This is an optimization exercise on Yosys and OpenROAD, whose aim is small area, not a production implementation.
RTL that was checked went through simulation tests only; none was proved equivalent to the original.
No activity file was given, so power comes from the tool's default toggle rates.

## 11-23
// vdx_istore_ecc
module vdx_istore_ecc (
    input  wire          clk,
    input  wire          rst,
    input  wire          wr_valid,
    input  wire [79:0]   wr_data,
    output reg           enc_valid,
    output reg  [7:0]    enc_chk,
    input  wire [3:0]    rd_valid,
    input  wire [351:0]  rd_word,
    output reg  [3:0]    chk_valid,
    output wire [7:0]    chk_status,
    output wire [319:0]  chk_data,
    output wire [3:0]    wb_valid,
    output wire [31:0]   wb_chk,
    input  wire          cnt_clr,
    output reg  [15:0]   ce_cnt
);
    wire [7:0] wr_chk;
    vdx_enc u_enc (.d(wr_data), .c(wr_chk));
    always @(posedge clk) begin
        enc_valid <= wr_valid & ~rst;
        enc_chk   <= wr_chk;
    end
    reg [3:0]   s1_valid;
    reg [351:0] s1_word;
    reg [351:0] s2_word;
    always @(posedge clk) begin
        s1_valid  <= rd_valid & {4{~rst}};
        s1_word   <= rd_word;
        chk_valid <= s1_valid & {4{~rst}};
        s2_word   <= s1_word;
    end
    genvar g, k;
    generate
        for (g = 0; g < 4; g = g + 1) begin : g_lane
            wire [87:0] w = s2_word[g*88 +: 88];
            wire [6:0]  s;
            wire        p;
            vdx_syn u_syn (.w(w), .s(s), .p(p));
            wire nz   = |s;
            wire big  = s[6] & (s[5] | (s[4] & s[3]));    
            wire [1:0] status = {(p ^ nz) | (p & big), nz};
            wire [7:0]  lo;
            wire [10:0] hi;
            for (k = 0; k < 8; k = k + 1) begin : g_lo
                assign lo[k] = p & (s[2:0] == k);
            end
            for (k = 0; k < 11; k = k + 1) begin : g_hi
  ...
clock: 8.0 ns
lec_check: 0
cap_margin: 0
core_area: 2 2.72 498 109.52
die_area: 0 0 500 112
slew_margin: 0
synth_hierarchical: 1
synth_minimum_keep_size: 0
standard.sh (not shown) runs the stock make flow with config.mk's settings and CLKGATE_MAP_FILE= SYNTH_SCRIPT=/design/flow/synth_recipe.tcl, a recipe that flattens the netlist after the stock synthesis.
==> flow/flow/run.sh <==
#!/bin/bash
# The standard layout (the standard.sh, standard synthesis unchanged),
# with these changes:
#  - the port buffers that buffer_ports inserts on every input and output
#    are buf_1 instead of the default cell;
#  - clock tree synthesis uses larger sink clusters of clkbuf_8 and no
#    dummy loads.
set -euo pipefail
CTS="-sink_clustering_enable -repair_clock_nets -dont_use_dummy_load"
CTS="$CTS -buf_list {${CTS_BUFS:-sky130_fd_sc_hd__clkbuf_8}}"
CTS="$CTS -sink_clustering_size ${CTS_SIZE:-15} -sink_clustering_max_diameter ${CTS_DIAM:-50}"
bash standard.sh \
  "BUFFER_PORTS_ARGS=-buffer_cell sky130_fd_sc_hd__buf_1" \
  "CTS_ARGS=$CTS" \
  finish > standard.log 2>&1
Here is what was changed in the inputs of 10-13 compared with 11-23.
--- a/flow/design.v
+++ b/flow/design.v
@@ -36,26 +36,26 @@
         for (g = 0; g < 4; g = g + 1) begin : g_lane
             wire [87:0] w = s2_word[g*88 +: 88];
             wire [6:0]  s;
             wire        p;
             vdx_syn u_syn (.w(w), .s(s), .p(p));
             wire nz   = |s;
             wire big  = s[6] & (s[5] | (s[4] & s[3]));    
             wire [1:0] status = {(p ^ nz) | (p & big), nz};
             wire [7:0]  lo;
             wire [10:0] hi;
             for (k = 0; k < 8; k = k + 1) begin : g_lo
-                assign lo[k] = p & (s[2:0] == k);
+                assign lo[k] = (s[2:0] == k);
             end
             for (k = 0; k < 11; k = k + 1) begin : g_hi
-                assign hi[k] = (s[6:3] == k);
+                assign hi[k] = p & (s[6:3] == k);
             end
             wire [79:0] data;
             wire [7:0]  chk;
             vdx_fix u_fix0 (.d(w[0]), .h(hi[0]), .l(lo[3]), .y(data[0]));
             vdx_fix u_fix1 (.d(w[1]), .h(hi[0]), .l(lo[5]), .y(data[1]));
             vdx_fix u_fix2 (.d(w[2]), .h(hi[0]), .l(lo[6]), .y(data[2]));
             vdx_fix u_fix3 (.d(w[3]), .h(hi[0]), .l(lo[7]), .y(data[3]));
             vdx_fix u_fix4 (.d(w[4]), .h(hi[1]), .l(lo[1]), .y(data[4]));
             vdx_fix u_fix5 (.d(w[5]), .h(hi[1]), .l(lo[2]), .y(data[5]));
             vdx_fix u_fix6 (.d(w[6]), .h(hi[1]), .l(lo[3]), .y(data[6]));
             vdx_fix u_fix7 (.d(w[7]), .h(hi[1]), .l(lo[4]), .y(data[7]));
### Flow results
11-23 and 10-13 ended up with roughly the same layout multi-input combinational cell count.
Final critical path time including I/O delays and setup is lower on 11-23
Taking 11-23 as the reference, in 10-13 cell internal power dissipation now sits higher; post-detailed-route wirelength per cell now sits at about the same level; total power of the final layout now sits higher.
Only the layout flow was run in 10-13; the RTL was not checked for function there.

[static timing again, ports no longer ideal]
Ports are ideal in the flow. The routed layouts listed here were re-timed in OpenROAD. Step 1 assumes that a clkbuf_16 drives the clock port and a buf_2 every other input. Step 2 moves the port delays by t, midway between the first and last clock arrival at a register: inputs arrive t later, outputs are due t later. That takes back most of the time a late clock gives input paths. a / b / c = ideal ports / drivers / drivers and shift; a / b = the first two.
run | shift t [ns] | setup slack, ns | pins driven straight from the clock port
11-23 | 0.732 | 1.219 / 1.147 / 1.611 | 1
10-13 | 0.740 | 1.002 / 0.930 / 1.619 | 1
After both steps every run listed still meets setup and hold.
